This is an optimization exercise on Yosys and OpenROAD, whose aim is small area, a short achievable clock period and few clock cycles, not a production implementation. The RTL was checked by simulation tests, not by an equivalence proof against the original design. No activity file was given, so power comes from the tool's default toggle rates.

==> design/flow/design.v <==
module roller_dec (
    input  wire        clk,
    input  wire        rst,          
    input  wire        start,        
    input  wire [1:0]  bucket,       
    output wire        idle,
    output reg         done,         
    output reg  [1:0]  status,       
    input  wire        in_valid,
    input  wire [7:0]  in_data,
    output wire        in_ready,
    output wire        wr_en,
    output wire [11:0] wr_addr,
    output wire [7:0]  wr_data,
    output wire        rd_en,
    output wire [11:0] rd_addr,
    input  wire [7:0]  rd_data       
);
    localparam [1:0] ST_OK       = 2'd0,
                     ST_BAD_CODE = 2'd1,
                     ST_BAD_DIST = 2'd2,
                     ST_OVERRUN  = 2'd3;
    reg s_idle;     
    reg s_h0;       
    reg s_h1;       
    reg s_h2;       
    reg s_h3;       
    reg s_tok;      
    reg s_a1;       
    reg s_a2;       
    reg s_a3;       
    reg s_mchk;     
    reg s_run;      
    reg s_lit;      
    reg        k_fill;      
    reg        k_long;      
    reg        bdist;       
    reg        d1;          
    reg [1:0]  code;        
    reg [11:0] rem;         
    reg [12:0] p;           
    reg [12:0] cnt;         
    reg [11:0] rp;          
    assign idle     = s_idle;
    assign wr_en    = s_run || (s_lit && in_valid);
    assign wr_addr  = p[11:0];
    assign wr_data  = s_run ? (k_fill ? rp[7:0] : rd_data) : in_data;
    assign rd_en    = !(s_run && d1);
    assign rd_addr  = rp;
    assign in_ready = !(s_idle || s_mchk || s_run);
    wire [11:0] rem_dec = rem - 12'd1;
    wire [12:0] cnt_dec = cnt - 13'd1;
    wire        cnt_end = (cnt == 13'd0);
    wire        rem_end = (rem == 12'd0);
    wire        ovr     = p[12] || cnt[12] || (cnt[11:0] > ~p[11:0]);
    wire [7:0]  t       = in_data;
    wire        t_lit   = !t[7];
    wire        t_short = t[7:6] == 2'b10;
    wire        t_long  = t[7:4] == 4'hC;
    wire        t_fill  = t[7:4] == 4'hD;
    wire [6:0]  n       = t[6:0];
    wire        lit_bad = ({5'd0, n} >= rem_dec);
    wire        lit_ovr = ({5'd0, n} > ~p[11:0]);
    wire        arg_bad = t_short ? (rem < 12'd2) : t_long ? (rem < 12'd4) : (rem < 12'd3);
    wire [11:0] tl      = {in_data[3:0], rem[7:0]};
    wire        tl_bad  = (in_data[7:4] != 4'd0) || (tl == 12'd0) ||
                          (tl[11:10] > code) ||
                          (tl[11:10] == code && tl[9:2] == 8'hFF && tl[1:0] != 2'd0);
    wire [11:0] dval    = {rp[11:8], in_data};
    wire [13:0] rsum    = {1'b0, p} + {2'b11, ~dval};
    wire [8:0]  lo6     = {1'b0, in_data} + 9'd6;
    wire [4:0]  hi_sum  = {1'b0, in_data[3:0]} + {4'd0, cnt[8]};
    reg        fin;
    reg [1:0]  fst;
    reg        n_idle, n_h0, n_h1, n_h2, n_h3, n_tok, n_a1, n_a2, n_a3, n_mchk, n_run, n_lit;
    always @(*) begin
        fin = 1'b0;
        fst = ST_OK;
        n_idle = 1'b0; n_h0 = 1'b0; n_h1 = 1'b0; n_h2 = 1'b0; n_h3 = 1'b0; n_tok = 1'b0;
        n_a1 = 1'b0; n_a2 = 1'b0; n_a3 = 1'b0; n_mchk = 1'b0; n_run = 1'b0; n_lit = 1'b0;
        if (s_idle) begin
            if (!start)              n_idle = 1'b1;
            else if (bucket == 2'd3) n_lit  = 1'b1;
            else                     n_h0   = 1'b1;
        end
        if (s_h0) begin
            if (!in_valid)              n_h0 = 1'b1;
            else if (in_data != 8'h01)  begin fin = 1'b1; fst = ST_BAD_CODE; end
            else                        n_h1 = 1'b1;
        end
        if (s_h1) begin
            if (!in_valid)                      n_h1 = 1'b1;
            else if (in_data != {6'd0, code})   begin fin = 1'b1; fst = ST_BAD_CODE; end
            else                                n_h2 = 1'b1;
        end
        if (s_h2) begin
            if (!in_valid) n_h2 = 1'b1;
            else           n_h3 = 1'b1;
        end
        if (s_h3) begin
            if (!in_valid)   n_h3 = 1'b1;
            else if (tl_bad) begin fin = 1'b1; fst = ST_BAD_CODE; end
            else             n_tok = 1'b1;
        end
        if (s_tok) begin
            if (rem_end)                  begin fin = 1'b1; fst = p[12] ? ST_OK : ST_BAD_CODE; end
            else if (p[12])               begin fin = 1'b1; fst = ST_OVERRUN; end
            else if (!in_valid)           n_tok = 1'b1;
            else if (t_lit) begin
                if (lit_bad)              begin fin = 1'b1; fst = ST_BAD_CODE; end
                else if (lit_ovr)         begin fin = 1'b1; fst = ST_OVERRUN; end
                else                      n_lit = 1'b1;
            end
            else if (!(t_short || t_long || t_fill) || arg_bad)
                                          begin fin = 1'b1; fst = ST_BAD_CODE; end
            else                          n_a1 = 1'b1;
        end
        if (s_a1) begin
            if (!in_valid)                n_a1 = 1'b1;
            else if (k_fill || k_long)    n_a2 = 1'b1;
            else                          n_mchk = 1'b1;
        end
        if (s_a2) begin
            if (!in_valid)                n_a2 = 1'b1;
            else if (!k_fill)             n_a3 = 1'b1;
            else if (ovr)                 begin fin = 1'b1; fst = ST_OVERRUN; end
            else                          n_run = 1'b1;
        end
        if (s_a3) begin
            if (!in_valid)                n_a3 = 1'b1;
            else                          n_mchk = 1'b1;
        end
        if (s_mchk) begin
            if (bdist)                    begin fin = 1'b1; fst = ST_BAD_DIST; end
            else if (ovr)                 begin fin = 1'b1; fst = ST_OVERRUN; end
            else                          n_run = 1'b1;
        end
        if (s_run) begin
            if (cnt_end)                  n_tok = 1'b1;
            else                          n_run = 1'b1;
        end
        if (s_lit) begin
            if (in_valid && cnt_end)      n_tok = 1'b1;
            else                          n_lit = 1'b1;
        end
        if (fin) n_idle = 1'b1;
    end
    always @(posedge clk) begin
        if (rst) begin
            s_idle <= 1'b1;
            s_h0 <= 1'b0; s_h1 <= 1'b0; s_h2 <= 1'b0; s_h3 <= 1'b0; s_tok <= 1'b0;
            s_a1 <= 1'b0; s_a2 <= 1'b0; s_a3 <= 1'b0; s_mchk <= 1'b0; s_run <= 1'b0; s_lit <= 1'b0;
            done   <= 1'b0;
        end else begin
            s_idle <= n_idle; s_h0 <= n_h0; s_h1 <= n_h1; s_h2 <= n_h2; s_h3 <= n_h3; s_tok <= n_tok;
            s_a1 <= n_a1; s_a2 <= n_a2; s_a3 <= n_a3; s_mchk <= n_mchk; s_run <= n_run; s_lit <= n_lit;
            done   <= fin;
        end
    end
    always @(posedge clk) begin
        if (fin) status <= fst;
        if (s_idle && start) begin
            code <= bucket;
            p    <= 13'd0;
            cnt  <= 13'd4095;
            rem  <= 12'd0;
        end
        if (wr_en) p <= p + 13'd1;
        if (in_valid) begin
            if (s_h2) rem[7:0] <= in_data;
            if (s_h3) rem <= tl;
            if (s_tok || s_a1 || s_a2 || s_a3 || s_lit) rem <= rem_dec;
        end
        if (s_tok && in_valid) begin
            k_fill   <= t[6] & t[4];
            k_long   <= t[6] & ~t[4];
            rp[11:8] <= t[3:0];
            cnt[7:0] <= t[7] ? {5'd0, {1'b0, t[5:4]} + 3'd2} : {1'b0, n};
            cnt[12:8] <= (t[7:6] == 2'b11) ? {1'b0, t[3:0]} : 5'd0;
        end
        if (s_a1 && in_valid) begin
            if (k_fill) begin
                cnt[7:0] <= in_data;
            end else begin
                rp    <= rsum[11:0];
                bdist <= rsum[13];
                d1    <= (dval == 12'd0);
            end
        end
        if (s_a2 && in_valid) begin
            if (k_fill) rp[7:0] <= in_data;
            else        cnt[8:0] <= lo6;
        end
        if (s_a3 && in_valid)
            cnt[12:8] <= (in_data[7:4] != 4'd0) ? 5'h1F : hi_sum;
        if (s_mchk || (s_run && !k_fill)) rp <= rp + 12'd1;
        if (s_run || (s_lit && in_valid)) cnt <= cnt_dec;
    end
endmodule
==> design/flow/flow/run.sh <==
#!/bin/bash
# Standard layout, with the smallest buffer on the ports.
export BUFFER_PORTS_ARGS="-buffer_cell sky130_fd_sc_hd__buf_1"
bash standard.sh > standard.log 2>&1
==> design/flow/standard.sh <==
#!/bin/bash
# synth_recipe.tcl (not shown) runs the flow's synth.tcl, then flattens the netlist and writes it again
# the make line also repeats each setting of config.mk as NAME=value (left out here)
make -C /OpenROAD-flow-scripts/flow DESIGN_CONFIG=/design/flow/config.mk WORK_HOME=/design/flow/orfs CLKGATE_MAP_FILE= SYNTH_SCRIPT=/design/flow/synth_recipe.tcl "${@:-finish}"
==> design/flow/config.mk <==
export PLATFORM = sky130hd
export DESIGN_NAME = roller_dec
export DESIGN_NICKNAME = roller_dec
export VERILOG_FILES = /design/flow/design.v
export SDC_FILE = /design/flow/constraint.sdc
export NUM_CORES = 4
export LEC_CHECK = 0
export ABC_AREA = 1
export CAP_MARGIN = 20
export CORE_MARGIN = 2
export CORE_UTILIZATION = 40
export CTS_BUF_LIST = sky130_fd_sc_hd__clkbuf_8
export CTS_CLUSTER_DIAMETER = 100
export CTS_CLUSTER_SIZE = 30
export SETUP_SLACK_MARGIN = 2.8
export SLEW_MARGIN = 20
==> design/flow/constraint.sdc <==
create_clock -name core_clock -period 5.5 [get_ports {clk}]
set_input_delay 1.1000 -clock core_clock [delete_from_list [all_inputs] [get_ports {clk}]]
set_output_delay 1.1000 -clock core_clock [all_outputs]
set_load 0.01 [all_outputs]
==> results.json, run 1 <==
{
  "run_status": "finished clean",
  "count_of_nets_after_finishing": 984,
  "synth_cell_types": 45,
  "p_int_w": 0.000937,
  "synth-warning-count": 1,
  "final_max_slew_viol_count": 0,
  "post_synth_inst_count": 854,
  "fmaxAchievable_ghz": 0.362,
  "area_of_the_multi_input_gates_mm2": 0.00368,
  "detail_route.wl_per_cell_um": 17.6,
  "post_route_cells_drive_above_1_share_pct": 11.5,
  "floorplan.die.height_um": 126,
  "worstMarginPinSlew_ns": 0.684,
  "post_dp_cell_area_mm2": 0.00629,
  "final-instance-count-excl-fill": 1101,
  "seq_power_share_pct": 43.1,
  "yosys_register_bits": 71,
  "die_area_mm2": 0.0158,
  "cts_tree": "built",
  "tritoncts_num_sinks": 71,
  "worst_r2r_startpoint": "rem[2]",
  "relSlewSlack_pct": 54.2,
  "post-route-worst-setup-slack_ns": 2.74,
  "hold_depth": 2,
  "htree_levels": 3,
  "boundaryPins": 61,
  "setup_tns_ns": 0,
  "worstSetupEndpointType": "output pin",
  "total_leakage_power_nw": 2.99,
  "combinationalPowerShare_pct": 27.5,
  "avgSynthCellArea_um2": 6.95,
  "cts_max_path_buffers": 2,
  "yosys_most_used_dff": "dfxtp_1",
  "port_buffers": 60,
  "core_area_mm2": 0.0145,
  "critical_path.max_fanout": 11,
  "routabilityCongestion": 0.902,
  "finalCritPeriodShare_pct": 50.2,
  "rrSetupSlack_ns": 3.03,
  "grt_first_pass_wirelength_mm": 30.2,
  "vias": 6122,
  "grt.overflow.total": 0,
  "clockRootBuffer": "clkbuf_8",
  "seq_area_frac_synth_pct": 29.5,
  "cp_data_arrival_time_ns": 1.66,
  "drt_first_pass_iters": 5,
  "worstSetupStartpointType": "input port",
  "hpwl_mm": 13.8,
  "async_flop_share_pct": 0,
  "drc": 0,
  "reg2reg_depth": 19,
  "worstSetupPathType": "in -> out",
  "totalWireLength_mm": 19.4,
  "clockPowerShare_pct": 29.4,
  "final_hold_viol_count": 0,
  "synth_edf_count": 33,
  "detail_route.iter0.violations": 516,
  "clock_insertion_delay_worst_skew_ns": 0.38,
  "final_area_mm2": 0.00692,
  "timing.final.setup_violations": 0,
  "synth_area_leaders": "edfxtp_1 (17%), dfxtp_1 (13%), ha_1 (10%)",
  "finClkSkew_ns": 0.0218,
  "synth_top_cell_by_area": "edfxtp_1",
  "synth_fp_nets": 926,
  "grt_max_degree": 22,
  "fillerInstances": 1503,
  "antenna_violations_before_repair": 0,
  "vias_per_cell": 5.56,
  "critical_path.cell_chain": "buf_12, inv_4, o22ai_1, buf_2",
  "dieWidth_um": 126,
  "power.switching_fraction_pct": 35.1,
  "critical-path-slowest-cell": "o22ai_1",
  "layout_min_cycle_time_ns": 2.76,
  "cts_inserted_buffers": 9,
  "final_antenna_diode_count": 0,
  "start_util_pct": 40.8,
  "placement_rows": 44,
  "grt_pass1_vias": 5437,
  "clkSlewWorstSetupHoldPaths_ns": 0.10,
  "peakVddDrop_mv": 0.123,
  "max_stage_delay_ns": 0.19,
  "areaGrowthSynthToFinish_pct": 16.6,
  "worstPathRequired_ns": 4.40,
  "grt.total_usage_pct": 24.3,
  "hold_path_class": "reg -> reg",
  "detail-route-antenna-nets": 0,
  "net-switching-power_w": 0.000507,
  "synth_area_mm2": 0.00594,
  "cap_viol_max_count": 0,
  "rr_endpoint": "status[0]",
  "rsz0062_at_grt": "yes",
  "final-seq-area_mm2": 0.00175,
  "placed_cells": 1066,
  "post-place-ws_ns": 1.85,
  "synth.top_cell.area_share_pct": 16.7,
  "power-per-cell-area_mw_per_mm2": 209
}
## critical path: cells and delay by family
family	cells	cell delay [ns]
buffers and inverters	3	0.36
AO/OA/AOI/OAI	1	0.19
## flip-flops by register name, indices dropped and copies added (netlist names), 2 cells and up, named ones only
signal  cells
rem        12
code        2
rp         12
status      2
p          13
cnt        13
## final cells by class
type,count,share of cell area (%)
Clock buffer,9,1.79
Clock inverter,7,0.849
Inverter,111,7.23
Multi-Input combinational cell,636,53.1
Sequential cell,71,25.3
Tap cell,184,3.32
Timing Repair Buffer,83,8.37
## layer usage
layer / GRT usage (%) / vias up / wire (um)
met1: 35.1 / 2850 / 9000
li1: - / 3029 / -
met4: 4.65 / 0 / 239
met3: 5.40 / 19 / 1430
met5: 0 / - / 0
met2: 37.7 / 224 / 8720
## logic make-up (layout without fill, tap and decap cells)
group	count (synthesis)	in the layout	synth area share, %
AO/OA/AOI/OAI	213	213	20.2
XOR/XNOR	24	24	3.54
adder cells (fa/ha/maj)	50	50	10.7
buffers and inverters	147	210	10.6
flip-flops	71	71	29.5
AND/OR/NAND/NOR	349	349	25.5
## placed cells by master (no fill, tap or decap), drive strengths merged, types with 7 or more instances in the layout
master  count
nand3      44
inv       109
nand2     160
o211ai      7
ha         49
edfxtp     33
nand4      11
dfxtp      38
a21oi      76
o22ai       9
o21ai      84
nor3       29
buf        82
nor2       94
xor2       18
clkbuf     10
## metrics by stage
stage	power [W]	util, %	hold slack, ns
2_1_floorplan	0.000891	-	0.451
3_3_place_gp	0.000992	43.3	0.474
3_5_place_dp	0.000992	43.3	0.478
4_1_cts	0.00144	46.6	0.492
5_1_grt	0.00153	47.6	0.506
6_report	0.00144	47.6	0.492
## cell usage after synthesis (2+ instances only)
cell / instances
a211oi_1: 2
ha_1: 49
o221ai_1: 4
a221oi_1: 5
buf_4: 15
inv_2: 4
nor2_1: 86
edfxtp_1: 33
xor2_1: 18
nor3b_1: 2
nor3_1: 29
nor4_1: 3
buf_2: 3
nand4_1: 11
a21oi_1: 76
nor2_2: 7
clkbuf_1: 16
inv_1: 102
nand3b_1: 2
o32ai_1: 2
o311ai_0: 3
a31oi_1: 6
nand2_2: 3
dfxtp_1: 38
clkinv_1: 5
o22ai_1: 9
nand3_1: 43
o211ai_1: 7
or2_2: 3
nand2_1: 157
buf_6: 2
o31ai_1: 6
xnor2_1: 6
a22oi_1: 4
o21ai_0: 83
## power groups by stage
stage | Sequential (W) | Clock, W | Combinational [W]
finish | 0.000623 | 0.000424 | 0.000398
global route | 0.000627 | 0.000460 | 0.000444
CTS | 0.000622 | 0.000436 | 0.000384
detailed placement | 0.000634 | 0 | 0.000358
global placement | 0.000634 | 0 | 0.000358
floorplan | 0.000621 | 0 | 0.000270
## how the worst max path moves through the flow
stage | from | end | slack (ns) | cells past startpoint
after detailed placement | in_data[5] | status[0] | 1.85 | 14
after floorplan | in_valid | wr_en | 2.80 | 4
after CTS | in_data[3] | wr_data[3] | 2.73 | 5
final | in_data[6] | wr_data[6] | 2.74 | 4
after global placement | in_data[5] | status[1] | 1.93 | 14
after global routing | rd_data[5] | wr_data[5] | 2.74 | 4
## timing repair
| action | 4_1_cts | 5_1_grt |
|---|---|---|
| resized for setup | 74 | 22 |
| setup buffers | 9 | 8 |
| endpoints found under the hold margin | 0 | 0 |
| hold buffers | 0 | 0 |
| setup endpoints to repair | 37 | 22 |
| pin swaps | 2 | 3 |
| cloned | 1 | 1 |
Testbench counts, summed over its fixed seeds: cycles 801,453.
==> run 2: changes to the inputs <==
--- a/design/flow/config.mk
+++ b/design/flow/config.mk
@@ -14,3 +14,4 @@
 export CTS_CLUSTER_SIZE = 30
 export SETUP_SLACK_MARGIN = 2.8
 export SLEW_MARGIN = 20
+export TNS_END_PERCENT = 5
==> results.json, run 2 <==
{
  "yosys_most_used_dff": "dfxtp_1",
  "cts_tree": "built",
  "most-common-layout-cells": "nand2_1 (157), inv_1 (99), nor2_1 (86)",
  "worstSetupStartpointType": "input port",
  "synth.top_cell.area_share_pct": 16.7,
  "worstSetupEndpointType": "output pin",
  "clock_insertion_delay_worst_skew_ns": 0.38,
  "cap_viol_max_count": 0,
  "final_max_slew_viol_count": 0,
  "synth_top_cell_by_area": "edfxtp_1",
  "final_hold_viol_count": 0,
  "net-switching-power_w": 0.000505,
  "layout_min_cycle_time_ns": 2.96,
  "grt_first_pass_wirelength_mm": 31.1,
  "critical_path.n_buffers_inverters": 5,
  "cts_max_path_buffers": 2,
  "fillerInstances": 1583,
  "seq_power_share_pct": 42.7,
  "worst_r2r_startpoint": "p[6]",
  "synthMostInstantiatedCell": "nand2_1",
  "synth_area_leaders": "edfxtp_1 (17%), dfxtp_1 (13%), ha_1 (10%)",
  "core_area_mm2": 0.0145,
  "async_flop_share_pct": 0,
  "power.switching_fraction_pct": 34.7,
  "antenna_violations_before_repair": 0,
  "rsz0062_at_grt": "yes",
  "dieWidth_um": 126,
  "p_int_w": 0.000950,
  "hold_path_class": "reg -> reg",
  "htree_levels": 3,
  "final-seq-area_mm2": 0.00175,
  "cell_mode_on_critical_path": "buf_6",
  "grt.overflow.total": 0,
  "routabilityCongestion": 0.943,
  "crit_path_max_delay_family": "buffers and inverters",
  "rrSetupSlack_ns": 2.86,
  "count_of_nets_after_finishing": 980,
  "reg2reg_depth": 10,
  "die_area_mm2": 0.0158,
  "largestRegisters": "cnt (13), p (13)",
  "detail_route.iter0.violations": 504,
  "grt_most_used_layer": "met2",
  "vias": 6103,
  "cp_data_arrival_time_ns": 1.86,
  "timing.final.setup_violations": 0,
  "combinationalPowerShare_pct": 26.2,
  "gr-usage-met1_pct": 35.5,
  "areaGrowthSynthToFinish_pct": 13.3,
  "totalWireLength_mm": 19.3,
  "worstMarginPinSlew_ns": 0.741,
  "avgSynthCellArea_um2": 6.95,
  "relSlewSlack_pct": 50.4,
  "final_antenna_diode_count": 0,
  "placement_rows": 44,
  "layout.cells.most_common": "nand2_1",
  "port_buffers": 60,
  "synth_fp_nets": 926,
  "hpwl_mm": 13.9,
  "worstPathRequired_ns": 4.40,
  "cts_inserted_buffers": 9,
  "hold_depth": 2,
  "yosys_register_bits": 71,
  "finalCritPeriodShare_pct": 53.7,
  "grt_pass1_vias": 5676,
  "drc": 0,
  "area_of_the_multi_input_gates_mm2": 0.00364,
  "max_stage_delay_ns": 0.15,
  "grt.total_usage_pct": 24.8,
  "start_util_pct": 40.8,
  "clockRootBuffer": "clkbuf_8",
  "synth_common_cells": "nand2_1 (157), inv_1 (102), nor2_1 (86)",
  "drt_first_pass_iters": 5,
  "rr_endpoint": "status[0]",
  "grtUsageMet2_pct": 39.1,
  "boundaryPins": 61,
  "critical_path.max_fanout": 2,
  "power-per-cell-area_mw_per_mm2": 216,
  "peakVddDrop_mv": 0.123,
  "setup_tns_ns": 0,
  "critical-path-slowest-cell": "a21oi_4",
  "grt_use_met3_pct": 3.99,
  "synth_edf_count": 33,
  "fmaxAchievable_ghz": 0.338,
  "clockPowerShare_pct": 31.1,
  "quantity_of_hold_fixing_buffers_added_after_cts": 0,
  "floorplan.die.height_um": 126,
  "worst_hold_margin_ns": 0.489,
  "finClkSkew_ns": 0.0154,
  "worstSetupPathType": "in -> out",
  "detail-route-antenna-nets": 0,
  "detail_route.wl_per_cell_um": 17.6,
  "grt_max_degree": 22,
  "tritoncts_num_sinks": 71,
  "clkSlewWorstSetupHoldPaths_ns": 0.09,
  "post_route_cells_drive_above_1_share_pct": 8.87,
  "post_synth_inst_count": 854,
  "total_leakage_power_nw": 2.89,
  "run_status": "finished clean",
  "seq_area_frac_synth_pct": 29.5,
  "synth_cell_types": 45,
  "vias_per_cell": 5.56,
  "critical_path.cell_chain": "buf_1, buf_6, a21oi_4, buf_8, clkinvlp_4, buf_6",
  "synth_area_mm2": 0.00594,
  "worst-path-stages": 6,
  "synth-warning-count": 1
}
## run 2: cell counts after synthesis
Identical to the previous run, type by type.
## run 2: cells by family (layout without fill, tap and decap cells)
group	count (synthesis)	after routing	synth area share [%]
buf+inv	147	206	10.6
compound gates	213	213	20.2
flops	71	71	29.5
simple gates	349	349	25.5
xor+xnor	24	24	3.54
fa+ha+maj	50	50	10.7
## run 2: tightest hold or removal path, stage by stage, from the launching register on
cell,delay [ns]
dfxtp_1,0.33
nand2_1,0.06
a21oi_1,0.05
## run 2: power groups by stage
stage	clock [W]	sequential, W	combinational, W
after floorplan	0	0.000621	0.000269
after global placement	0	0.000634	0.000359
after detailed placement	0	0.000633	0.000359
after CTS	0.000460	0.000621	0.000376
after global routing	0.000480	0.000626	0.000429
final	0.000452	0.000622	0.000381
## run 2: repair_timing
action / in CTS / in global routing
buffers inserted: 9 / 4
pin swaps: 1 / 0
endpoints found under the setup margin: 34 / 34
gates resized for setup: 33 / 3
gates cloned: 2 / 0
## run 2: how the worst max path moves through the flow
stage               start         to  slack (ns)
2_1_floorplan    in_valid      wr_en        2.77
3_3_place_gp   in_data[5]  status[1]        1.72
4_1_cts          in_valid      wr_en        2.52
3_5_place_dp   in_data[5]  status[0]        1.71
6_report         in_valid      wr_en        2.54
5_1_grt          in_valid      wr_en        2.52
## run 2: per-layer routing
metal | wire length [um] | part of all wire [%] | vias up
li1 | - | - | 3024
met1 | 9330 | 48 | 2842
met2 | 8550 | 44 | 216
met3 | 1150 | 5.9 | 21
met4 | 272 | 1.4 | 0
met5 | 0 | 0 | -
## run 2: metrics by stage
step / cells / setup slack (ns) / total power (W) / instance area [um2] / utilization [%]
2_1_floorplan: 854 / 2.77 / 0.000891 / 6020 / -
4_1_cts: 1093 / 2.52 / 0.00146 / 6690 / 46.0
6_report: 1097 / 2.54 / 0.00145 / 6730 / 46.3
3_5_place_dp: 1066 / 1.71 / 0.000992 / 6290 / 43.3
5_1_grt: 1097 / 2.52 / 0.00154 / 6730 / 46.3
3_3_place_gp: 1066 / 1.72 / 0.000992 / 6290 / 43.3
## run 2: area by class of cell
class / instances / share of cell area, %
repair inverters: 1 / 0.0744
repair buffers: 78 / 6.42
clock buffers: 11 / 2.25
well taps: 184 / 3.42
flip-flops and latches: 71 / 26.1
clock inverters: 5 / 0.725
multi-input cells: 636 / 54.1
inverters: 111 / 6.97
==> run 3: changes to the inputs <==
--- a/design/flow/config.mk
+++ b/design/flow/config.mk
@@ -8,10 +8,9 @@
 export ABC_AREA = 1
 export CAP_MARGIN = 20
 export CORE_MARGIN = 2
-export CORE_UTILIZATION = 40
+export CORE_UTILIZATION = 65
 export CTS_BUF_LIST = sky130_fd_sc_hd__clkbuf_8
 export CTS_CLUSTER_DIAMETER = 100
 export CTS_CLUSTER_SIZE = 30
 export SETUP_SLACK_MARGIN = 2.8
 export SLEW_MARGIN = 20
-export TNS_END_PERCENT = 5
==> results.json, run 3 <==
{
  "drc": 0,
  "critical_path.max_fanout": 8,
  "setup_tns_ns": 0,
  "synthMostInstantiatedCell": "nand2_1",
  "die_area_mm2": 0.00991,
  "rr_endpoint": "status[0]",
  "grt.total_usage_pct": 38.2,
  "timing.final.setup_violations": 0,
  "boundaryPins": 61,
  "tritoncts_num_sinks": 71,
  "seq_area_frac_synth_pct": 29.5,
  "htree_levels": 3,
  "cts_max_path_buffers": 2,
  "detail_route.iter0.violations": 813,
  "placement_rows": 34,
  "synth_area_mm2": 0.00594,
  "grt_max_degree": 22,
  "reg2reg_depth": 18,
  "clock_insertion_delay_worst_skew_ns": 0.36,
  "core_area_mm2": 0.00881,
  "post_route_cells_drive_above_1_share_pct": 13.0,
  "finClkSkew_ns": 0.0224,
  "layout.cells.most_common": "nand2_1",
  "run_status": "finished clean",
  "worstMarginPinSlew_ns": 0.756,
  "synth-warning-count": 1,
  "worstPathRequired_ns": 5.58,
  "cap_viol_max_count": 0,
  "finalCritPeriodShare_pct": 50.0,
  "hold_depth": 2,
  "grt_pass1_vias": 5792,
  "final-instance-count-excl-fill": 1029,
  "worstSetupEndpointType": "flop",
  "power-per-cell-area_mw_per_mm2": 214,
  "final_antenna_diode_count": 0,
  "post_synth_inst_count": 854,
  "worst_r2r_startpoint": "rem[0]",
  "synth_fp_nets": 926,
  "rrSetupSlack_ns": 3.03,
  "layout_min_cycle_time_ns": 2.75,
  "drt_first_pass_iters": 6,
  "cts_inserted_buffers": 9,
  "routabilityCongestion": 1.00,
  "placed_cells": 990,
  "synth_top_cell_by_area": "edfxtp_1",
  "antenna_violations_before_repair": 0,
  "avgSynthCellArea_um2": 6.95,
  "vias_per_cell": 6.37,
  "post-place-ws_ns": 1.93,
  "hold_path.startpoint": "s_a2",
  "clockRootBuffer": "clkbuf_8",
  "most-common-layout-cells": "nand2_1 (151), inv_1 (97), nor2_1 (86)",
  "synth_cell_types": 45,
  "cp_data_arrival_time_ns": 2.83,
  "peakVddDrop_mv": 0.161,
  "detail-route-antenna-nets": 0,
  "areaGrowthSynthToFinish_pct": 16.6,
  "worstHoldEndpoint": "s_a2",
  "floorplan.die.height_um": 99.6,
  "relSlewSlack_pct": 49.4,
  "grt_first_pass_wirelength_mm": 29.4,
  "detail_route.wl_per_cell_um": 18.8,
  "finalPower_w": 0.00148,
  "cts_tree": "built",
  "largestRegisters": "cnt (13), p (13)",
  "clkSlewWorstSetupHoldPaths_ns": 0.09,
  "hpwl_mm": 13.6,
  "post-route-worst-setup-slack_ns": 2.75,
  "quantity_of_hold_fixing_buffers_added_after_cts": 0,
  "totalWireLength_mm": 19.3,
  "worst_hold_margin_ns": 0.505,
  "final_max_slew_viol_count": 0,
  "worstSetupPathType": "in -> reg",
  "count_of_nets_after_finishing": 988,
  "synth.top_cell.area_share_pct": 16.7,
  "synth_edf_count": 33,
  "total_leakage_power_nw": 3.03,
  "startpoint": "in_data[3]",
  "hold_path_class": "reg -> reg",
  "dieWidth_um": 99.6,
  "vias": 6559,
  "async_flop_share_pct": 0,
  "synth_common_cells": "nand2_1 (157), inv_1 (102), nor2_1 (86)",
  "rsz0062_at_grt": "yes",
  "final_hold_viol_count": 0,
  "synth_area_leaders": "edfxtp_1 (17%), dfxtp_1 (13%), ha_1 (10%)",
  "port_buffers": 60,
  "fmaxAchievable_ghz": 0.364,
  "grt.overflow.total": 0,
  "yosys_most_used_dff": "dfxtp_1",
  "worstSetupStartpointType": "input port",
  "start_util_pct": 67.4,
  "yosys_register_bits": 71
}
-- run 3: cell counts after synthesis --
No cell type changed its count.
-- run 3: how the worst max path moves through the flow --
stage | endpoint | slack (ns) | depth (start not counted)
5_1_grt | status[0] | 2.66 | 14
3_3_place_gp | status[0] | 2.03 | 14
4_1_cts | wr_data[3] | 2.78 | 5
2_1_floorplan | wr_en | 2.80 | 4
6_report | status[0] | 2.75 | 14
3_5_place_dp | status[0] | 1.93 | 14
-- run 3: kinds of logic after synthesis --
logic type	after synthesis	synth area share [%]
buf+inv	147	10.6
fa+ha+maj	50	10.7
xor+xnor	24	3.54
flops	71	29.5
simple gates	349	25.5
compound gates	213	20.2
-- run 3: critical path, cell delays in order --
cell and delay (ns):
buf_1 0.08, buf_6 0.13, buf_8 0.15, ha_1 0.30, nand2_1 0.10, nor3b_1 0.20, nand3_1 0.14, nand4_1 0.15
nand2_1 0.08, nand2_1 0.09, nor2_1 0.04, nand2_1 0.09, nand2_1 0.06, nand2_2 0.11
-- run 3: area by class of cell --
cell class	count	area (um2)
multi-input combinational	636	3750
fill	642	1880
sequential	71	1750
timing repair buffer	87	597
inverter	111	488
tap	108	135
clock buffer	9	124
clock inverter	7	72.6
-- run 3: report_power, final --
group | switching (W) | total (W) | internal (W)
logic | 0.000263 | 0.000426 | 0.000163
registers | 0.0000410 | 0.000621 | 0.000580
clock network | 0.000226 | 0.000437 | 0.000210
total | 0.000530 | 0.00148 | 0.000954
-- run 3: routing by layer --
layer | vias to the layer above | wire length (um) | track usage (%)
met3 | 86 | 2570 | 8.36
met5 | - | 0 | 0
met4 | 0 | 781 | 17.4
met2 | 501 | 8280 | 57.1
met1 | 2930 | 7680 | 53.1
li1 | 3042 | - | -
-- run 3: stage by stage --
stage / utilization (%) / cell area, um2
after global routing: 78.6 / 6920
final: 78.6 / 6920
after global placement: 70.3 / 6190
after CTS: 76.0 / 6690
after floorplan: - / 6030
after detailed placement: 70.3 / 6190
-- run 3: repair_timing --
item / CTS / global route
gates resized for setup: 72 / 37
pin swaps: 2 / 3
hold endpoints to repair: 0 / 0
setup buffers: 10 / 12
cloned: 1 / 0
setup endpoints to repair: 34 / 23
==> run 4: changes to the inputs <==
==> design/flow/flow/run.sh (replaced) <==
#!/bin/bash
# Standard layout with two changes: a stronger area-oriented ABC mapping
# script (registers are untouched: abc only remaps combinational logic), and
# the smallest buffer on the ports.
set -e
rm -rf scripts_mod
cp -r "$FLOW_HOME/scripts" scripts_mod
cp flow/abc_area.script scripts_mod/abc_area.script
export SCRIPTS_DIR="$PWD/scripts_mod"
export BUFFER_PORTS_ARGS="-buffer_cell sky130_fd_sc_hd__buf_1"
bash standard.sh > standard.log 2>&1
==> design/flow/flow/abc_area.script (new file) <==
&get -n
&st
&syn2
&dch -f
&nf -a
&st
&dch -f
&nf -a
&put
topo
--- a/design/flow/config.mk
+++ b/design/flow/config.mk
@@ -8,7 +8,7 @@
 export ABC_AREA = 1
 export CAP_MARGIN = 20
 export CORE_MARGIN = 2
-export CORE_UTILIZATION = 65
+export CORE_UTILIZATION = 40
 export CTS_BUF_LIST = sky130_fd_sc_hd__clkbuf_8
 export CTS_CLUSTER_DIAMETER = 100
 export CTS_CLUSTER_SIZE = 30
==> results.json, run 4 <==
{
  "run_status": "finished clean",
  "hold_path_class": "reg -> reg",
  "worstPathRequired_ns": 4.40,
  "max_stage_delay_ns": 0.14,
  "quantity_of_hold_fixing_buffers_added_after_cts": 0,
  "synth.top_cell.area_share_pct": 18.2,
  "layout_min_cycle_time_ns": 2.94,
  "synth_fp_nets": 738,
  "worstSetupEndpointType": "output pin",
  "fin_util_pct": 54.9,
  "synth_cell_types": 49,
  "dieWidth_um": 121,
  "die_area_mm2": 0.0145,
  "synth_common_cells": "a21oi_1 (85), nor2_1 (60), o21ai_0 (59)",
  "drc": 0,
  "final_hold_viol_count": 0,
  "routabilityCongestion": 0.936,
  "synth_area_leaders": "edfxtp_1 (18%), dfxtp_1 (14%), ha_1 (11%)",
  "worstSetupPathType": "in -> out",
  "timing.final.setup_violations": 0,
  "async_flop_share_pct": 0,
  "worstMarginPinSlew_ns": 0.868,
  "critical_path.max_fanout": 3,
  "start_util_pct": 41.0,
  "synthMostInstantiatedCell": "a21oi_1",
  "clockRootBuffer": "clkbuf_8",
  "area_of_the_multi_input_gates_mm2": 0.00387,
  "yosys_register_bits": 71,
  "htree_levels": 3,
  "vias_per_cell": 6.06,
  "grt.total_usage_pct": 28.3,
  "final_max_slew_viol_count": 0,
  "synth_top_cell_by_area": "edfxtp_1",
  "critical_path.cell_chain": "buf_6, buf_12, buf_4, buf_6, nor2_4, a21oi_2, buf_2",
  "synth-warning-count": 1,
  "floorplan.die.height_um": 121,
  "core_area_mm2": 0.0132,
  "areaGrowthSynthToFinish_pct": 33.8,
  "synth_edf_count": 33,
  "cp_data_arrival_time_ns": 1.84,
  "port_buffers": 60,
  "cts_max_path_buffers": 2,
  "critical-path-slowest-cell": "buf_2",
  "avgSynthCellArea_um2": 8.16,
  "finClkSkew_ns": 0.0148,
  "placement_rows": 42,
  "detail_route.wl_per_cell_um": 20.5,
  "grt_pass1_vias": 5588,
  "peakVddDrop_mv": 0.111,
  "synth_area_mm2": 0.00544,
  "fillerInstances": 1227,
  "seq_area_frac_synth_pct": 32.2,
  "cell_mode_on_critical_path": "buf_6",
  "cts_tree": "built",
  "fmaxAchievable_ghz": 0.340,
  "finalCritPeriodShare_pct": 53.5,
  "yosys_most_used_dff": "dfxtp_1",
  "worstSetupStartpointType": "input port",
  "totalWireLength_mm": 20.3,
  "total_leakage_power_nw": 2.85,
  "finalPower_w": 0.00155,
  "rsz0062_at_grt": "yes",
  "most-common-layout-cells": "a21oi_1 (77), buf_4 (73), nor2_1 (53)",
  "grt_max_degree": 25,
  "cts_inserted_buffers": 9,
  "layout.cells.most_common": "a21oi_1",
  "grt.overflow.total": 0,
  "tritoncts_num_sinks": 71,
  "post_synth_inst_count": 666,
  "hpwl_mm": 13.5,
  "final_antenna_diode_count": 0,
  "cap_viol_max_count": 0,
  "post_route_cells_drive_above_1_share_pct": 22.4,
  "relSlewSlack_pct": 42.0,
  "vias": 5991,
  "detail_route.iter0.violations": 691,
  "power-per-cell-area_mw_per_mm2": 213,
  "detail-route-antenna-nets": 0,
  "count_of_nets_after_finishing": 880,
  "boundaryPins": 61,
  "final-seq-area_mm2": 0.00176,
  "grt_first_pass_wirelength_mm": 31.5,
  "worst_hold_margin_ns": 0.492,
  "clkSlewWorstSetupHoldPaths_ns": 0.09,
  "largestRegisters": "cnt (13), p (13)",
  "setup_tns_ns": 0,
  "drt_first_pass_iters": 6,
  "antenna_violations_before_repair": 0,
  "clock_insertion_delay_worst_skew_ns": 0.38
}
-- run 4: final cells by class --
| type | count | area share, % |
|---|---|---|
| tap | 176 | 3.03 |
| clock buffer | 9 | 1.70 |
| sequential | 71 | 24.1 |
| timing repair inverter | 1 | 0.0688 |
| clock inverter | 7 | 0.980 |
| multi-input combinational | 553 | 53.2 |
| inverter | 31 | 3.15 |
| timing repair buffer | 141 | 13.8 |
-- run 4: cells by family (layout without fill, tap and decap cells) --
family                   count (synthesis)  in the layout  share of synthesized area (%)
buffers and inverters                   43            189                           3.80
XOR/XNOR                                30             30                           4.83
multiplexers                             3              3                          0.553
AO/OA/AOI/OAI                          237            238                           26.2
flip-flops                              71             71                           32.2
AND/OR/NAND/NOR                        232            232                           20.7
adder cells (fa/ha/maj)                 50             50                           11.6
-- run 4: what timing repair did --
action / in CTS / in global routing
buffers inserted: 37 / 37
cloned: 2 / 0
pin swaps: 29 / 17
endpoints found under the setup margin: 39 / 34
gates resized for setup: 83 / 38
-- run 4: worst max-delay path, delay by kind of cell --
family	cells	cell delay (ns)
AO/OA/AOI/OAI	1	0.04
buffers and inverters	5	0.62
AND/OR/NAND/NOR	1	0.08
-- run 4: stage by stage --
| step | setup WS (ns) | instance area [um2] | instances |
|---|---|---|---|
| final | 2.56 | 7270 | 989 |
| after CTS | 2.55 | 6870 | 952 |
| after detailed placement | 1.67 | 6070 | 897 |
| after global placement | 1.71 | 6070 | 897 |
| after floorplan | 2.53 | 5660 | 666 |
| after global routing | 2.46 | 7270 | 989 |
-- run 4: worst paths after layout --
| kind | cells past startpoint | endpoint | slack [ns] | startpoint |
|---|---|---|---|---|
| setup reg to reg | 12 | status[0] | 2.73 | rem[1] |
| setup / recovery | 7 | wr_data[0] | 2.56 | in_data[0] |
| hold reg to reg | 2 | s_h1 | 0.49 | s_h1 |
| hold / removal | 2 | s_h1 | 0.49 | s_h1 |
-- run 4: power breakdown --
| part | internal (W) | switching [W] |
|---|---|---|
| registers | 0.000581 | 0.0000466 |
| logic | 0.000213 | 0.000262 |
| clock network | 0.000210 | 0.000234 |
-- run 4: metal layers --
metal | global-route usage, % | wire, um | vias to the layer above
met2 | 43.3 | 9100 | 315
met5 | 0 | 0 | -
met1 | 40.3 | 8820 | 2828
met4 | 10.8 | 535 | 0
li1 | - | - | 2810
met3 | 4.15 | 1830 | 38
==> run 5: changes to the inputs <==
--- a/design/flow/config.mk
+++ b/design/flow/config.mk
@@ -12,5 +12,5 @@
 export CTS_BUF_LIST = sky130_fd_sc_hd__clkbuf_8
 export CTS_CLUSTER_DIAMETER = 100
 export CTS_CLUSTER_SIZE = 30
-export SETUP_SLACK_MARGIN = 2.8
+export SETUP_SLACK_MARGIN = 2.6
 export SLEW_MARGIN = 20
==> results.json, run 5 <==
{
  "rr_endpoint": "status[0]",
  "detail-route-antenna-nets": 0,
  "drt_first_pass_iters": 5,
  "placement_rows": 42,
  "synth_fp_nets": 738,
  "synth_top_cell_by_area": "edfxtp_1",
  "synth-warning-count": 1,
  "grt_pass1_vias": 5401,
  "final_hold_viol_count": 0,
  "synth_area_leaders": "edfxtp_1 (18%), dfxtp_1 (14%), ha_1 (11%)",
  "crit_path_max_delay_family": "compound AO/OA/AOI/OAI gates",
  "power-per-cell-area_mw_per_mm2": 227,
  "post_synth_inst_count": 666,
  "most-common-layout-cells": "a21oi_1 (78), nor2_1 (57), nand2_1 (53)",
  "antenna_violations_before_repair": 0,
  "finalCritPeriodShare_pct": 55.1,
  "vias_per_cell": 6.21,
  "fillerInstances": 1293,
  "core_area_mm2": 0.0132,
  "port_buffers": 60,
  "finClkSkew_ns": 0.0127,
  "synth.top_cell.area_share_pct": 18.2,
  "seq_area_frac_synth_pct": 32.2,
  "synth_area_mm2": 0.00544,
  "die_area_mm2": 0.0145,
  "max_stage_delay_ns": 0.39,
  "dieWidth_um": 121,
  "yosys_register_bits": 71,
  "grt.total_usage_pct": 27.6,
  "totalWireLength_mm": 20.2,
  "synthXorXnorAreaFrac_pct": 4.83,
  "clkSlewWorstSetupHoldPaths_ns": 0.08,
  "hpwl_mm": 13.7,
  "startpoint": "in_data[0]",
  "cts_tree": "built",
  "critical_path.max_fanout": 4,
  "post_route_cells_drive_above_1_share_pct": 17.5,
  "synth_compound_gate_area_share_pct": 26.2,
  "total_leakage_power_nw": 2.67,
  "largestRegisters": "cnt (13), p (13)",
  "rrSetupSlack_ns": 2.66,
  "relSlewSlack_pct": 40.5,
  "cts_inserted_buffers": 9,
  "critical_path.n_buffers_inverters": 3,
  "post-place-ws_ns": 1.68,
  "worst_hold_margin_ns": 0.490,
  "hold_path.startpoint": "s_h1",
  "worstSetupStartpointType": "input port",
  "yosys-mux-area-fraction_pct": 0.552,
  "avgSynthCellArea_um2": 8.16,
  "timing.final.setup_violations": 0,
  "fraction_of_the_mapped_netlist_area_in_simple_logic_gates_pct": 20.7,
  "routabilityCongestion": 0.957,
  "cts_max_path_buffers": 2,
  "final_area_mm2": 0.00692,
  "grt_max_degree": 25,
  "peakVddDrop_mv": 0.166,
  "critical-path-slowest-cell": "fa_2",
  "reg2reg_depth": 12,
  "fmaxAchievable_ghz": 0.330,
  "start_util_pct": 41.0,
  "clock_insertion_delay_worst_skew_ns": 0.38,
  "run_status": "finished clean",
  "boundaryPins": 61,
  "htree_levels": 3,
  "worst_r2r_startpoint": "rem[2]",
  "drc": 0,
  "worstPathRequired_ns": 5.73,
  "floorplan.die.height_um": 121,
  "worstMarginPinSlew_ns": 0.891,
  "synth_common_cells": "a21oi_1 (85), nor2_1 (60), o21ai_0 (59)",
  "vias": 5976,
  "worstSetupPathType": "in -> reg",
  "synth_top_family_by_area": "compound AO/OA/AOI/OAI gates",
  "worstHoldEndpoint": "s_h1",
  "detail_route.wl_per_cell_um": 21.0,
  "areaGrowthSynthToFinish_pct": 27.2,
  "finalPower_w": 0.00157,
  "post_dp_cell_area_mm2": 0.00601,
  "final-seq-area_mm2": 0.00176,
  "async_flop_share_pct": 0,
  "grt_first_pass_wirelength_mm": 30.7,
  "area_of_the_multi_input_gates_mm2": 0.00377,
  "grt.overflow.total": 0,
  "hold_depth": 2,
  "count_of_nets_after_finishing": 854,
  "tritoncts_num_sinks": 71,
  "layout.cells.most_common": "a21oi_1",
  "final_antenna_diode_count": 0,
  "quantity_of_hold_fixing_buffers_added_after_cts": 0,
  "critical_path.cell_chain": "buf_6, buf_6, clkinv_8, ha_4, fa_2, a21o_1, a21oi_2, o21ai_1, a21o_1, a31oi_4, xor2_1, nand2_1, nand3_1, o21ai_1",
  "cp_data_arrival_time_ns": 3.27,
  "rsz0062_at_grt": "yes",
  "clockRootBuffer": "clkbuf_8",
  "synth_edf_count": 33,
  "cap_viol_max_count": 0,
  "final_max_slew_viol_count": 0,
  "layout_min_cycle_time_ns": 3.03,
  "synth_adder_area_share_pct": 11.6,
  "synth_cell_types": 49,
  "hold_path_class": "reg -> reg",
  "post-route-worst-setup-slack_ns": 2.47,
  "detail_route.iter0.violations": 528,
  "synthMostInstantiatedCell": "a21oi_1",
  "worstSetupEndpointType": "flop",
  "yosys_most_used_dff": "dfxtp_1",
  "setup_tns_ns": 0
}
## run 5: cell counts after synthesis
No cell type changed its count.
## run 5: worst max path at each step
stage          depth (start not counted)  slack, ns  endpoint
2_1_floorplan                         12       2.53    rp[11]
5_1_grt                               14       2.38     rp[8]
3_3_place_gp                          12       1.80    rp[11]
3_5_place_dp                          10       1.68    rp[11]
6_report                              14       2.47     rp[8]
4_1_cts                                4       2.47     wr_en
## run 5: tightest hold or removal path: stages (launching register included)
cell	delay (ns)
dfxtp_1	0.33
nand2_1	0.06
a21oi_1	0.05
## run 5: cells by family (layout without fill, tap and decap cells)
| logic type | after synthesis | in the layout |
|---|---|---|
| AOI/OAI and AO/OA | 237 | 238 |
| xor gates and xnor gates | 30 | 30 |
| adders and majority gates | 50 | 50 |
| buffers and inverters | 43 | 163 |
| DFF | 71 | 71 |
| muxes | 3 | 3 |
| and+or+nand+nor | 232 | 232 |
## run 5: where the power goes
| part | total, W | switching [W] | leakage (nW) | internal [W] |
|---|---|---|---|---|
| Combinational | 0.000450 | 0.000250 | 1.92 | 0.000200 |
| Clock | 0.000486 | 0.000229 | 0.114 | 0.000257 |
| Sequential | 0.000632 | 0.0000512 | 0.641 | 0.000581 |
| Total | 0.00157 | 0.000530 | 2.67 | 0.00104 |
## run 5: layout make-up
type                    instances  area share [%]
well taps                     176            3.18
flip-flops and latches         71            25.4
clock buffers                   9            1.79
repair buffers                115            10.8
repair inverters                1          0.0724
clock inverters                 7            1.39
inverters                      31            2.77
multi-input cells             553            54.6
## run 5: metal layers
layer	vias to the layer above	global-route usage [%]	wire length (um)
li1	2768	-	-
met1	2875	37.9	8940
met4	0	10.5	535
met3	38	6.18	1690
met2	295	42.3	9050
met5	-	0	0
## run 5: what timing repair did
| item | 4_1_cts | 5_1_grt |
|---|---|---|
| resized for setup | 43 | 37 |
| setup buffers | 24 | 25 |
| gates cloned | 2 | 0 |
| pin swaps | 15 | 23 |
| endpoints found under the setup margin | 26 | 27 |
| hold endpoints to repair | 0 | 0 |
## run 5: through the flow
step | std cells | utilization (%)
6_report | 963 | 52.2
3_3_place_gp | 896 | 45.4
2_1_floorplan | 666 | -
3_5_place_dp | 896 | 45.4
4_1_cts | 938 | 49.8
5_1_grt | 963 | 52.2
==> run 6: changes to the inputs <==
==> design/flow/flow/run.sh (replaced) <==
#!/bin/bash
# Standard layout, with the smallest buffer on the ports.
export BUFFER_PORTS_ARGS="-buffer_cell sky130_fd_sc_hd__buf_1"
bash standard.sh > standard.log 2>&1
--- a/design/flow/config.mk
+++ b/design/flow/config.mk
@@ -10,7 +10,7 @@
 export CORE_MARGIN = 2
 export CORE_UTILIZATION = 40
 export CTS_BUF_LIST = sky130_fd_sc_hd__clkbuf_8
-export CTS_CLUSTER_DIAMETER = 100
-export CTS_CLUSTER_SIZE = 30
-export SETUP_SLACK_MARGIN = 2.6
+export CTS_CLUSTER_DIAMETER = 200
+export CTS_CLUSTER_SIZE = 50
+export SETUP_SLACK_MARGIN = 2.8
 export SLEW_MARGIN = 20
removed: design/flow/flow/abc_area.script
==> results.json, run 6 <==
{
  "fmaxAchievable_ghz": 0.362,
  "cap_viol_max_count": 0,
  "grt_pass1_vias": 5437,
  "placement_rows": 44,
  "totalWireLength_mm": 19.4,
  "synth_fp_nets": 926,
  "yosys_most_used_dff": "dfxtp_1",
  "final_area_mm2": 0.00692,
  "yosys_register_bits": 71,
  "synth_area_mm2": 0.00594,
  "worstPathRequired_ns": 4.40,
  "synth_top_cell_by_area": "edfxtp_1",
  "worstMarginPinSlew_ns": 0.684,
  "gr-usage-met1_pct": 35.1,
  "cts_inserted_buffers": 9,
  "grt.total_usage_pct": 24.3,
  "total_leakage_power_nw": 2.99,
  "layout.cells.most_common": "nand2_1",
  "detail_route.wl_per_cell_um": 17.6,
  "post_route_cells_drive_above_1_share_pct": 11.5,
  "post-route-worst-setup-slack_ns": 2.74,
  "vias": 6122,
  "hpwl_mm": 13.8,
  "die_area_mm2": 0.0158,
  "finClkSkew_ns": 0.0218,
  "seq_area_frac_synth_pct": 29.5,
  "htree_levels": 3,
  "finalCritPeriodShare_pct": 50.2,
  "area_of_the_multi_input_gates_mm2": 0.00368,
  "peakVddDrop_mv": 0.123,
  "grt_max_degree": 22,
  "grt_first_pass_wirelength_mm": 30.2,
  "hold_path_class": "reg -> reg",
  "antenna_violations_before_repair": 0,
  "dieWidth_um": 126,
  "cts_tree": "built",
  "synth_cell_types": 45,
  "post_synth_inst_count": 854,
  "cts_max_path_buffers": 2,
  "final-seq-area_mm2": 0.00175,
  "run_status": "finished clean",
  "cp_data_arrival_time_ns": 1.66,
  "largestRegisters": "cnt (13), p (13)",
  "clkSlewWorstSetupHoldPaths_ns": 0.10,
  "async_flop_share_pct": 0,
  "grt.overflow.total": 0,
  "synth_edf_count": 33,
  "drc": 0,
  "floorplan.die.height_um": 126,
  "synth_area_leaders": "edfxtp_1 (17%), dfxtp_1 (13%), ha_1 (10%)",
  "power-per-cell-area_mw_per_mm2": 209,
  "detail_route.iter0.violations": 516,
  "areaGrowthSynthToFinish_pct": 16.6,
  "start_util_pct": 40.8,
  "worstSetupEndpointType": "output pin",
  "grtUsageMet2_pct": 37.7,
  "final_max_slew_viol_count": 0,
  "most-common-layout-cells": "nand2_1 (155), inv_1 (98), nor2_1 (86)",
  "fin_util_pct": 47.6,
  "drt_first_pass_iters": 5,
  "avgSynthCellArea_um2": 6.95,
  "port_buffers": 60,
  "setup_tns_ns": 0,
  "final_hold_viol_count": 0,
  "critical_path.max_fanout": 11,
  "relSlewSlack_pct": 54.2,
  "clock_insertion_delay_worst_skew_ns": 0.38,
  "post-place-ws_ns": 1.85,
  "layout_min_cycle_time_ns": 2.76,
  "synth.top_cell.area_share_pct": 16.7,
  "vias_per_cell": 5.56,
  "grt_most_used_layer": "met2",
  "grt_use_met3_pct": 5.40,
  "detail-route-antenna-nets": 0,
  "timing.final.setup_violations": 0,
  "worstSetupPathType": "in -> out",
  "worstSetupStartpointType": "input port",
  "post_dp_cell_area_mm2": 0.00629,
  "count_of_nets_after_finishing": 984,
  "core_area_mm2": 0.0145,
  "synth-warning-count": 1,
  "synth_common_cells": "nand2_1 (157), inv_1 (102), nor2_1 (86)",
  "synthMostInstantiatedCell": "nand2_1",
  "tritoncts_num_sinks": 71,
  "boundaryPins": 61,
  "clockRootBuffer": "clkbuf_8",
  "fillerInstances": 1503,
  "worst_hold_margin_ns": 0.492,
  "routabilityCongestion": 0.902,
  "final_antenna_diode_count": 0,
  "rsz0062_at_grt": "yes"
}
==> run 6: changes by cell type after synthesis, sizes merged, moves of 13 or more <==
| cell | before | now |
|---|---|---|
| o21ai | 59 | 84 |
| nor2 | 60 | 94 |
| nand2b | 16 | 0 |
| and3 | 13 | 0 |
| nand2 | 55 | 160 |
| clkbuf | 0 | 16 |
| clkinv | 31 | 5 |
| nand3 | 18 | 44 |
| xnor2 | 22 | 6 |
| inv | 0 | 106 |
==> run 6: kinds of logic (layout without fill, tap and decap cells) <==
kind of cell	Yosys count	count (layout)	share of synthesized area, %
fa+ha+maj	50	50	10.7
xor+xnor	24	24	3.54
simple gates	349	349	25.5
compound gates	213	213	20.2
buf+inv	147	210	10.6
flops	71	71	29.5
==> run 6: stage by stage <==
| step | std cells | power, W |
|---|---|---|
| after floorplan | 854 | 0.000891 |
| after global placement | 1066 | 0.000992 |
| after detailed placement | 1066 | 0.000992 |
| after CTS | 1092 | 0.00144 |
| after global routing | 1101 | 0.00153 |
| final | 1101 | 0.00144 |
==> run 6: cell type report <==
| class | instances | share of cell area [%] |
|---|---|---|
| flip-flops and latches | 71 | 25.3 |
| inverters | 111 | 7.23 |
| clock buffers | 9 | 1.79 |
| clock inverters | 7 | 0.849 |
| well taps | 184 | 3.32 |
| multi-input cells | 636 | 53.1 |
| repair buffers | 83 | 8.37 |
==> run 6: worst paths after layout <==
| kind | from | endpoint | slack, ns | cells past startpoint |
|---|---|---|---|---|
| setup / recovery | in_data[6] | wr_data[6] | 2.74 | 4 |
| hold / removal | flop | flop | 0.49 | 2 |
| setup reg to reg | rem[2] | status[0] | 3.03 | 19 |
| hold reg to reg | flop | flop | 0.49 | 2 |
==> run 6: routing by layer <==
layer,up-vias,wire (um)
met5,-,0
met4,0,239
met3,19,1430
met2,224,8720
met1,2850,9000
li1,3029,-
==> run 6: power by group <==
group | switching [W] | total, W | internal, W | leakage, nW
sequential | 0.0000422 | 0.000623 | 0.000580 | 0.642
combinational | 0.000245 | 0.000398 | 0.000153 | 2.24
clock | 0.000220 | 0.000424 | 0.000204 | 0.105
==> run 6: worst max-delay path, cell delays in order <==
cell	delay, ns
buf_12	0.12
inv_4	0.08
o22ai_1	0.19
buf_2	0.16
==> run 6: repair_timing <==
item | 4_1_cts | 5_1_grt
gates resized for setup | 74 | 22
buffers inserted | 9 | 8
endpoints found under the setup margin | 37 | 22
gates cloned | 1 | 1
hold buffers | 0 | 0
pin swaps | 2 | 3
hold endpoints to repair | 0 | 0
==> run 7: changes to the inputs <==
==> design/flow/flow/run.sh (replaced) <==
#!/bin/bash
# Standard layout, with the smallest buffer on the ports and a clock tree
# built without dummy loads.
export BUFFER_PORTS_ARGS="-buffer_cell sky130_fd_sc_hd__buf_1"
export CTS_ARGS="-sink_clustering_enable -repair_clock_nets -sink_clustering_size 30 -sink_clustering_max_diameter 100 -buf_list sky130_fd_sc_hd__clkbuf_8 -dont_use_dummy_load"
bash standard.sh > standard.log 2>&1
--- a/design/flow/config.mk
+++ b/design/flow/config.mk
@@ -10,7 +10,7 @@
 export CORE_MARGIN = 2
 export CORE_UTILIZATION = 40
 export CTS_BUF_LIST = sky130_fd_sc_hd__clkbuf_8
-export CTS_CLUSTER_DIAMETER = 200
-export CTS_CLUSTER_SIZE = 50
+export CTS_CLUSTER_DIAMETER = 100
+export CTS_CLUSTER_SIZE = 30
 export SETUP_SLACK_MARGIN = 2.8
 export SLEW_MARGIN = 20
==> results.json, run 7 <==
{
  "floorplan.die.height_um": 126,
  "routabilityCongestion": 0.902,
  "count_of_nets_after_finishing": 983,
  "cts_inserted_buffers": 9,
  "peakVddDrop_mv": 0.124,
  "final_max_slew_viol_count": 0,
  "seq_area_frac_synth_pct": 29.5,
  "worstSetupPathType": "in -> out",
  "worstSetupStartpointType": "input port",
  "fillerInstances": 1497,
  "grt.total_usage_pct": 24.3,
  "fmaxAchievable_ghz": 0.363,
  "critical_path.max_fanout": 11,
  "clock_insertion_delay_worst_skew_ns": 0.38,
  "grt_first_pass_wirelength_mm": 30.2,
  "synth_area_leaders": "edfxtp_1 (17%), dfxtp_1 (13%), ha_1 (10%)",
  "worstSetupEndpointType": "output pin",
  "detail_route.wl_per_cell_um": 17.7,
  "tritoncts_num_sinks": 71,
  "worstPathRequired_ns": 4.40,
  "gr-usage-met1_pct": 34.9,
  "areaGrowthSynthToFinish_pct": 15.6,
  "hpwl_mm": 13.8,
  "cp_data_arrival_time_ns": 1.65,
  "synthXorXnorAreaFrac_pct": 3.54,
  "placed_cells": 1066,
  "synth_cell_types": 45,
  "yosys_most_used_dff": "dfxtp_1",
  "area_of_the_multi_input_gates_mm2": 0.00367,
  "fin_util_pct": 47.2,
  "fraction_of_the_mapped_netlist_area_in_simple_logic_gates_pct": 25.5,
  "boundaryPins": 61,
  "port_buffers": 60,
  "clockRootBuffer": "clkbuf_8",
  "cts_max_path_buffers": 2,
  "power-per-cell-area_mw_per_mm2": 200,
  "detail-route-antenna-nets": 0,
  "total_leakage_power_nw": 2.95,
  "synth_compound_gate_area_share_pct": 20.2,
  "grt_pass1_vias": 5420,
  "synthMostInstantiatedCell": "nand2_1",
  "synth_common_cells": "nand2_1 (157), inv_1 (102), nor2_1 (86)",
  "largestRegisters": "cnt (13), p (13)",
  "setup_tns_ns": 0,
  "grt.overflow.total": 0,
  "core_area_mm2": 0.0145,
  "placement_rows": 44,
  "synth.top_cell.area_share_pct": 16.7,
  "dieWidth_um": 126,
  "finClkSkew_ns": 0.0290,
  "synth-warning-count": 1,
  "drt_first_pass_iters": 5,
  "critical-path-slowest-cell": "o22ai_1",
  "post_synth_inst_count": 854,
  "cap_viol_max_count": 0,
  "final_hold_viol_count": 0,
  "grtUsageMet2_pct": 37.7,
  "synth_adder_area_share_pct": 10.7,
  "quantity_of_hold_fixing_buffers_added_after_cts": 0,
  "layout.cells.most_common": "nand2_1",
  "timing.final.setup_violations": 0,
  "antenna_violations_before_repair": 0,
  "final_area_mm2": 0.00687,
  "grt_most_used_layer": "met2",
  "worstMarginPinSlew_ns": 0.721,
  "grt_use_met3_pct": 5.65,
  "final-instance-count-excl-fill": 1093,
  "post_route_cells_drive_above_1_share_pct": 11.0,
  "totalWireLength_mm": 19.4,
  "async_flop_share_pct": 0,
  "htree_levels": 3,
  "finalCritPeriodShare_pct": 50.1,
  "start_util_pct": 40.8,
  "most-common-layout-cells": "nand2_1 (155), inv_1 (94), nor2_1 (86)",
  "vias": 6109,
  "synth_fp_nets": 926,
  "critical_path.cell_chain": "buf_12, inv_4, o22ai_1, buf_2",
  "final-seq-area_mm2": 0.00175,
  "clkSlewWorstSetupHoldPaths_ns": 0.09,
  "layout_min_cycle_time_ns": 2.75,
  "detail_route.iter0.violations": 555,
  "run_status": "finished clean",
  "cts_tree": "built",
  "grt_max_degree": 22,
  "post_dp_cell_area_mm2": 0.00629,
  "relSlewSlack_pct": 51.7,
  "synth_edf_count": 33,
  "synth_top_cell_by_area": "edfxtp_1",
  "max_stage_delay_ns": 0.18,
  "avgSynthCellArea_um2": 6.95,
  "die_area_mm2": 0.0158,
  "yosys_register_bits": 71,
  "synth_area_mm2": 0.00594,
  "hold_path_class": "reg -> reg",
  "synth_top_family_by_area": "simple AND/OR/NAND/NOR gates",
  "yosys-mux-area-fraction_pct": 0,
  "final_antenna_diode_count": 0,
  "rsz0062_at_grt": "yes",
  "vias_per_cell": 5.59,
  "drc": 0
}
-- run 7: cell counts after synthesis --
No cell type changed its count.
-- run 7: timing repair --
action                                  4_1_cts  5_1_grt
pin swaps                                     2        4
endpoints found under the setup margin       37       22
buffers inserted                              9        7
gates cloned                                  1        1
gates resized for setup                      74       25
-- run 7: critical path: cells and delay by family --
kind | cells | cell delay [ns]
buffers and inverters | 3 | 0.36
AO/OA/AOI/OAI | 1 | 0.18
-- run 7: area by class of cell --
class | instances | area share, %
multi-input cells | 636 | 53.5
flip-flops and latches | 71 | 25.5
repair buffers | 82 | 8.49
inverters | 111 | 7.29
well taps | 184 | 3.35
clock buffers | 9 | 1.80
-- run 7: power breakdown --
| part | leakage (nW) | total [W] | switching, W | internal [W] |
|---|---|---|---|---|
| sequential | 0.642 | 0.000623 | 0.0000425 | 0.000581 |
| combinational | 2.24 | 0.000399 | 0.000245 | 0.000153 |
| clock | 0.0647 | 0.000348 | 0.000202 | 0.000146 |
-- run 7: through the flow --
| step | power [W] | hold WS, ns | worst slack, ns |
|---|---|---|---|
| 6_report | 0.00137 | 0.491 | 2.75 |
| 5_1_grt | 0.00145 | 0.505 | 2.73 |
| 4_1_cts | 0.00136 | 0.491 | 2.73 |
| 3_5_place_dp | 0.000992 | 0.478 | 1.85 |
| 3_3_place_gp | 0.000992 | 0.474 | 1.93 |
| 2_1_floorplan | 0.000891 | 0.451 | 2.80 |
-- run 7: final timing paths --
kind | start | end | slack, ns | depth (start not counted)
max reg2reg | rem[2] | status[0] | 3.03 | 19
min reg2reg | flop | flop | 0.49 | 2
min | flop | flop | 0.49 | 2
max | in_data[6] | wr_data[6] | 2.75 | 4
-- run 7: logic make-up (layout without fill, tap and decap cells) --
kind of cell	after synthesis	count (layout)
DFF	71	71
adders and majority gates	50	50
xor gates and xnor gates	24	24
AOI/OAI and AO/OA	213	213
buffers and inverters	147	202
and+or+nand+nor	349	349
-- run 7: per-layer routing --
| layer | vias up | routed length [um] |
|---|---|---|
| met5 | - | 0 |
| met1 | 2859 | 9070 |
| met3 | 17 | 1370 |
| li1 | 3018 | - |
| met2 | 215 | 8720 |
| met4 | 0 | 235 |
==> run 8: changes to the inputs <==
--- a/design/flow/config.mk
+++ b/design/flow/config.mk
@@ -12,5 +12,6 @@
 export CTS_BUF_LIST = sky130_fd_sc_hd__clkbuf_8
 export CTS_CLUSTER_DIAMETER = 100
 export CTS_CLUSTER_SIZE = 30
+export PLACE_DENSITY = 0.75
 export SETUP_SLACK_MARGIN = 2.8
 export SLEW_MARGIN = 20
==> results.json, run 8 <==
{
  "start_util_pct": 40.8,
  "synth_area_leaders": "edfxtp_1 (17%), dfxtp_1 (13%), ha_1 (10%)",
  "clock_insertion_delay_worst_skew_ns": 0.39,
  "synth_adder_area_share_pct": 10.7,
  "drc": 0,
  "areaGrowthSynthToFinish_pct": 15.2,
  "synth_fp_nets": 926,
  "routabilityCongestion": 0.912,
  "count_of_nets_after_finishing": 981,
  "vias": 6213,
  "max_stage_delay_ns": 0.15,
  "crit_path_max_delay_family": "buffers and inverters",
  "gr-usage-met1_pct": 34.5,
  "worstSetupStartpointType": "input port",
  "critical_path.max_fanout": 2,
  "synth_compound_gate_area_share_pct": 20.2,
  "critical-path-slowest-cell": "a21oi_4",
  "port_buffers": 60,
  "placement_rows": 44,
  "critical_path.n_buffers_inverters": 4,
  "floorplan.die.height_um": 126,
  "total_leakage_power_nw": 2.92,
  "synth_common_cells": "nand2_1 (157), inv_1 (102), nor2_1 (86)",
  "detail_route.iter0.violations": 708,
  "worst_hold_margin_ns": 0.488,
  "post_route_cells_drive_above_1_share_pct": 10.9,
  "die_area_mm2": 0.0158,
  "finalPower_w": 0.00137,
  "fin_util_pct": 47.0,
  "synthXorXnorAreaFrac_pct": 3.54,
  "yosys_most_used_dff": "dfxtp_1",
  "synth_edf_count": 33,
  "yosys-mux-area-fraction_pct": 0,
  "setup_tns_ns": 0,
  "vias_per_cell": 5.69,
  "cap_viol_max_count": 0,
  "antenna_violations_before_repair": 0,
  "post_synth_inst_count": 854,
  "htree_levels": 3,
  "grt.overflow.total": 0,
  "synth_top_family_by_area": "simple AND/OR/NAND/NOR gates",
  "cp_data_arrival_time_ns": 1.71,
  "avgSynthCellArea_um2": 6.95,
  "grtUsageMet2_pct": 36.4,
  "grt_first_pass_wirelength_mm": 30.2,
  "worstSetupPathType": "in -> out",
  "totalWireLength_mm": 19.0,
  "layout_min_cycle_time_ns": 2.81,
  "detail_route.wl_per_cell_um": 17.4,
  "synth_top_cell_by_area": "edfxtp_1",
  "final_antenna_diode_count": 0,
  "core_area_mm2": 0.0145,
  "seq_area_frac_synth_pct": 29.5,
  "yosys_register_bits": 71,
  "detail-route-antenna-nets": 0,
  "worstPathRequired_ns": 4.40,
  "boundaryPins": 61,
  "synth_cell_types": 45,
  "worstMarginPinSlew_ns": 0.686,
  "synth.top_cell.area_share_pct": 16.7,
  "fraction_of_the_mapped_netlist_area_in_simple_logic_gates_pct": 25.5,
  "grt_use_met3_pct": 5.48,
  "final_max_slew_viol_count": 0,
  "run_status": "finished clean",
  "dieWidth_um": 126,
  "rsz0062_at_grt": "yes",
  "async_flop_share_pct": 0,
  "power-per-cell-area_mw_per_mm2": 201,
  "synthMostInstantiatedCell": "nand2_1",
  "synth-warning-count": 1,
  "layout.cells.most_common": "nand2_1",
  "worstSetupEndpointType": "output pin",
  "grt_most_used_layer": "met2",
  "hpwl_mm": 13.4,
  "hold_path_class": "reg -> reg",
  "tritoncts_num_sinks": 71,
  "fmaxAchievable_ghz": 0.356,
  "synth_area_mm2": 0.00594,
  "critical_path.cell_chain": "buf_12, a21oi_4, buf_8, clkinvlp_4, buf_6",
  "clockRootBuffer": "clkbuf_8",
  "final_hold_viol_count": 0,
  "grt_max_degree": 22,
  "cts_max_path_buffers": 2,
  "most-common-layout-cells": "nand2_1 (154), inv_1 (96), nor2_1 (86)",
  "grt_pass1_vias": 5494,
  "finalCritPeriodShare_pct": 51.0,
  "clkSlewWorstSetupHoldPaths_ns": 0.07,
  "finClkSkew_ns": 0.0275,
  "largestRegisters": "cnt (13), p (13)",
  "cts_tree": "built",
  "cts_inserted_buffers": 9,
  "relSlewSlack_pct": 54.1,
  "drt_first_pass_iters": 5,
  "grt.total_usage_pct": 24.1,
  "peakVddDrop_mv": 0.172,
  "timing.final.setup_violations": 0
}
-- run 8: path summary, 6_finish.rpt --
| kind | startpoint | to | slack, ns | cells after the start |
|---|---|---|---|---|
| worst max-delay path | in_valid | wr_en | 2.69 | 5 |
| worst min-delay path | flop | flop | 0.49 | 2 |
| worst max register to register | rem[2] | status[1] | 2.98 | 19 |
| worst min register to register | flop | flop | 0.49 | 2 |
-- run 8: layout make-up --
type / count / area [um2]
sequential: 71 / 1750
inverter: 111 / 500
fill: 1453 / 7700
multi-input combinational: 636 / 3690
timing repair inverter: 1 / 5.00
clock buffer: 9 / 124
tap: 184 / 230
timing repair buffer: 79 / 531
-- run 8: routing by layer --
| metal | routed length [um] | vias to the layer above | share of wire, % |
|---|---|---|---|
| met5 | 0 | - | 0 |
| met4 | 420 | 0 | 2.2 |
| met3 | 1860 | 43 | 9.8 |
| met2 | 8390 | 327 | 44 |
| met1 | 8310 | 2825 | 44 |
| li1 | - | 3018 | - |
-- run 8: metrics by stage --
step | std cells | worst slack [ns] | area [um2]
5_1_grt | 1091 | 2.66 | 6840
3_5_place_dp | 1065 | 1.74 | 6280
3_3_place_gp | 1065 | 1.77 | 6280
6_report | 1091 | 2.69 | 6840
4_1_cts | 1086 | 2.71 | 6740
2_1_floorplan | 854 | 2.80 | 6030
-- run 8: worst reg2reg max path, delay by kind of cell, from the launching register on --
| kind | cells | cell delay [ns] |
|---|---|---|
| buf+inv | 2 | 0.15 |
| flops | 1 | 0.48 |
| simple gates | 15 | 1.13 |
| fa+ha+maj | 1 | 0.32 |
| xor+xnor | 1 | 0.17 |
-- run 8: kinds of logic after synthesis --
group                    after synthesis
AO/OA/AOI/OAI                        213
AND/OR/NAND/NOR                      349
flip-flops                            71
adder cells (fa/ha/maj)               50
buffers and inverters                147
XOR/XNOR                              24
-- run 8: where the power goes --
part | leakage, nW | switching (W) | total, W | internal, W
logic | 2.21 | 0.000251 | 0.000404 | 0.000152
clock network | 0.0647 | 0.000202 | 0.000348 | 0.000146
registers | 0.642 | 0.0000416 | 0.000622 | 0.000581
-- run 8: repair_timing --
action | in CTS | in global routing
endpoints found under the setup margin | 38 | 20
hold buffers | 0 | 0
pin swaps | 1 | 6
gates resized for setup | 77 | 20
setup buffers | 10 | 5
gates cloned | 2 | 0

Setup slack of run 8, layout unchanged: 2.694 ns with ideal ports, 2.645 ns with driving cells assumed (clock clkbuf_16, inputs buf_2), 2.473 ns with port delays also shifted by the 0.415 ns mid clock arrival.
